Source: an optimization exercise on an open RTL-to-GDS flow (aim: small area). Production flows keep margins and buffers that such runs may drop. The RTL was checked by simulation tests, not by an equivalence proof against the original design. Power and IR drop assume default switching activity.

Design dfu_unit, start of the top module:
module dfu_unit (
    input  wire        clk,
    input  wire        rst,           
    input  wire [1:0]  mode,          
    input  wire [20:0] dec_d,         
    input  wire        sync,          
    input  wire        corr_we,
    input  wire [1:0]  corr_m,
    input  wire [15:0] corr_ofs,
    input  wire [15:0] corr_gain,
    input  wire        corr_commit,
    input  wire        in_valid,
    input  wire [11:0] in_code,
    input  wire [1:0]  in_member,
    input  wire [3:0]  in_flags,      
    output wire        o_valid,
    output wire [31:0] o_index,
    output wire [15:0] o_lo,
    output wire [15:0] o_hi,
    output wire [31:0] o_h32,
    output wire [11:0] o_p12,
    output wire [4:0]  o_flags,       
    output reg  [31:0] sat_count
);
==> flow/config.mk <==
export PLATFORM = sky130hd
export DESIGN_NAME = dfu_unit
export DESIGN_NICKNAME = dfu_unit
export VERILOG_FILES = /design/flow/design.v
export SDC_FILE = /design/flow/constraint.sdc
export NUM_CORES = 4
export LEC_CHECK = 0
export ABC_AREA = 1
export CAP_MARGIN = 20
export CORE_MARGIN = 2
export CORE_UTILIZATION = 40
export CTS_CLUSTER_DIAMETER = 80
export CTS_CLUSTER_SIZE = 30
export GPL_TIMING_DRIVEN = 0
export PLACE_DENSITY = 0.6
export SLEW_MARGIN = 20
==> flow/constraint.sdc <==
create_clock -name core_clock -period 14.0 [get_ports {clk}]
set_input_delay 2.8000 -clock core_clock [delete_from_list [all_inputs] [get_ports {clk}]]
set_output_delay 2.8000 -clock core_clock [all_outputs]
set_load 0.01 [all_outputs]
standard.sh (not shown) runs the stock make flow with config.mk's settings and CLKGATE_MAP_FILE= SYNTH_SCRIPT=/design/flow/synth_recipe.tcl, a recipe that flattens the netlist after the stock synthesis.
==> flow/flow/run.sh <==
#!/bin/bash
# Layout flow: the standard ORFS flow, with two changes that leave the design's
# function and registers as the standard synthesis makes them:
#  - after the standard synthesis, flow/polar.py moves inverters out of the netlist
#    (full adders taken in complemented form, gates swapped for complemented twins);
#  - the buffers that global placement puts on every input and output port are the
#    smallest buffer cell, buf_1.
# Each step's output goes to a log file of its own in this folder.
set -euo pipefail
export BUFFER_PORTS_ARGS="-buffer_cell sky130_fd_sc_hd__buf_1"
R=orfs/results/sky130hd/dfu_unit/base
bash standard.sh synth > flow_synth.log 2>&1
cp "$R/1_2_yosys.v" synth_standard.v
python3 flow/polar.py synth_standard.v "$R/1_2_yosys.v" > flow_polar.log 2>&1
rm -f "$R/1_synth.odb" "$R/1_synth.sdc"
bash standard.sh finish > flow_layout.log 2>&1
Other scripts of this flow, unchanged in this note and not shown: flow/flow/polar.py
The first run went through all stages and came out clean.
Next try:
Settings changed: ABC_AREA 1 to not set, GPL_TIMING_DRIVEN 0 to not set.
After rerunning: The changed run produced a clean layout. Global-route usage is lower by 0.44 points. First-iteration DRC count came out lower by a few percent. Register-to-register slack gets better by 0.17 ns. Worst hold slack gets worse by 0.0038 ns.
Next try:
Settings changed: ABC_AREA set to 1, CAP_MARGIN 20 to 5, SLEW_MARGIN 20 to 5.
Die area shrinks by 1.8%.
Total power grows by 22%.
Setup slack is worse by 0.076 ns.
Global-route usage shrinks by 0.51 points.
Critical path depth grows by 4.
Synthesized area shrinks by 1.8%.
Next try:
Settings changed: CAP_MARGIN 5 to 20, SLEW_MARGIN 5 to 20.
The changed run went through all stages and came out clean. Critical path depth increases by 2. Combinational power stays flat. Routed wire length falls by 0.59%. First-iteration DRC count goes down by 1.4%. Total power barely changes. Maximum frequency goes up by 1.3%. Clock skew barely changes. Sequential power is about the same. Clock-buffer cell count does not change. Non-clock buffer count fell by 2. Global-route usage drops by 0.33 points.


## pepper
Starting RTL as in the previous note.
export LEC_CHECK = 0
export CAP_MARGIN = 20
export CORE_MARGIN = 2
export CORE_UTILIZATION = 65
export CTS_BUF_LIST = sky130_fd_sc_hd__clkbuf_4
export PLACE_DENSITY = 0.75
export SLEW_MARGIN = 20
create_clock -name core_clock -period 14.0 [get_ports {clk}]
run.sh (not shown) runs the stock make flow with config.mk's settings and CLKGATE_MAP_FILE= SYNTH_SCRIPT=/design/flow/synth_recipe.tcl, a recipe that flattens the netlist after the stock synthesis.
Stock flow here: none of the scripts above is used.
diff inputs: pepper => delta
Settings: PLACE_DENSITY changed from 0.75 to 0.6; CTS_CLUSTER_SIZE newly set to 30; CTS_CLUSTER_DIAMETER newly set to 80; CORE_UTILIZATION changed from 65 to 40; CTS_BUF_LIST removed (was sky130_fd_sc_hd__clkbuf_4).
==> flow/flow/run.sh (new file) <==
#!/bin/bash
# Layout flow: the standard ORFS flow (standard synthesis, floorplan, power grid,
# tap cells, placement, CTS, routing), with the port buffers that global placement
# inserts on every input and output made the smallest buffer cell, buf_1.
set -euo pipefail
export BUFFER_PORTS_ARGS="-buffer_cell sky130_fd_sc_hd__buf_1"
bash standard.sh finish > standard_flow.log 2>&1
==> flow/standard.sh (new file) <==
#!/bin/bash
# synth_recipe.tcl (not shown) runs the flow's synth.tcl, then flattens the netlist and writes it again
# the make line also repeats each setting of config.mk as NAME=value (left out here)
make -C /OpenROAD-flow-scripts/flow DESIGN_CONFIG=/design/flow/config.mk WORK_HOME=/design/flow/orfs CLKGATE_MAP_FILE= SYNTH_SCRIPT=/design/flow/synth_recipe.tcl "${@:-finish}"
removed: flow/run.sh
==> comparison <==
- Total clock network power of delta falls short of that of pepper by more than a quarter.
- Setup slack was higher in delta than in pepper.
- delta vs. pepper: internal power contribution moved down; utilization now sits lower.
- Summary: with pepper as the reference, routed length per placed instance in delta moved down by a few percent.
- Non-clock buffer count, delta vs pepper: down by more than 10%
- Going from pepper to delta, total power shows a reduction of 0.40 mW, clock tree cell share of total cell area lost 1.7 points.
- Taking pepper as the reference point, the final period demand of the worst path of delta falls by 0.15 ns.
- Diff pepper and delta: slew of the pin with the lowest slew margin higher in delta
- When the final numbers for pepper and delta were put side by side, the power share of the combinational group turned out to be greater in delta.
What raven does differently from delta at the input level:
Settings: removing CTS_CLUSTER_DIAMETER (formerly 80); removing CTS_CLUSTER_SIZE (formerly 30).
==> comparison <==
raven ends up with lower average vias per placed instance than delta does.
Tightest slew margin relative to the limit (lower): raven
raven against delta: global-route met1 utilization rose by 0.27 points; via count up 0.80%; worst supply voltage drop on vdd now sits lower; final wirelength +about 1.8%; overall power of the completed layout increased by 0.50 mW relative to the old numbers.
Reported for raven and delta, count of buffers added by post-CTS timing repair for setup turned out identical to the last digit.
Comparing raven against delta, there is no change at all in count of different cell masters after synthesis.
raven against delta: time the worst path needs with I/O delays and setup stayed essentially flat, layout-stage area growth over the synthesis result rose by 2.8 points.
Inputs modified between raven and violet:
Settings: putting ABC_AREA at 1 where nothing was set; putting CTS_CLUSTER_SIZE at 30 where nothing was set; putting CTS_CLUSTER_DIAMETER at 80 where nothing was set.
==> comparison <==
- Going from raven to violet, post-detailed-routing wire length neither gained nor lost much, power density normalized to cell area went up, finished layout cell area lost 0.0013 mm^2, met2 track utilization from global routing went down, combinational group share of total power shows an increase of 15 points.
- Taking raven over violet, the distinct cell type count of the synthesized netlist ratio works out to 1.3.
- violet vs raven, slowest stage cell on the critical path: sky130_fd_sc_hd__ha_2 vs sky130_fd_sc_hd__or4_1
Modified inputs, maple compared to violet
Settings: CTS_CLUSTER_SIZE changed from 30 to 40; CTS_CLUSTER_DIAMETER changed from 80 to 60; ABC_AREA removed (was 1).
[summary]
- violet was routed with more vias than maple.
- Summary of the comparison: core utilization is higher in maple, relative to violet.
- Diff violet -> maple | number of clock buffers in the layout | up by more than a quarter
- Slowest cell on the critical path: sky130_fd_sc_hd__ha_2 -> violet, sky130_fd_sc_hd__or4_1 -> maple

[static timing again, ports no longer ideal]
Ports are ideal in the flow. The routed layouts listed here were re-timed in OpenROAD. Step 1, drivers: a clkbuf_16 drives clk and a buf_2 each remaining input, both assumed. Step 2 also shifts input and output timing later by t, the mid clock arrival at the registers, as if the neighbouring blocks saw the same clock. Three values: no drivers, after step 1, after step 2; two values: the first two.
run	shift t [ns]	setup WS [ns]	worst hold slack (ns)	worst setup path at the end	pins driven straight from the clock port
the first run of note 1	0.637	0.417 / 0.384 / 0.384	0.337 / 0.337 / 0.337	input to output	1
the second run of note 1	0.651	0.510 / 0.490 / 0.490	0.333 / 0.333 / 0.333	input to output	1
the third run of note 1	0.643	0.434 / 0.408 / 0.408	0.334 / 0.334 / 0.334	input to output	1
the fourth run of note 1	0.647	0.602 / 0.579 / 0.579	0.337 / 0.337 / 0.337	input to output	1
pepper	0.910	0.359 / 0.334 / 0.334	0.334 / 0.334 / 0.334	input to output	1
delta	0.635	0.507 / 0.486 / 0.486	0.337 / 0.337 / 0.337	input to output	1
raven	0.652	0.508 / 0.487 / 0.487	0.325 / 0.325 / 0.325	input to output	1
violet	0.639	0.665 / 0.644 / 0.644	0.331 / 0.331 / 0.331	input to output	1
maple	0.631	0.520 / 0.499 / 0.499	0.339 / 0.339 / 0.339	input to output	1
After both steps setup and hold are still met in every run listed. For the first run of note 1, which loses most, drivers alone change the setup slack by -0.033 ns; drivers and shift together by -0.033 ns.
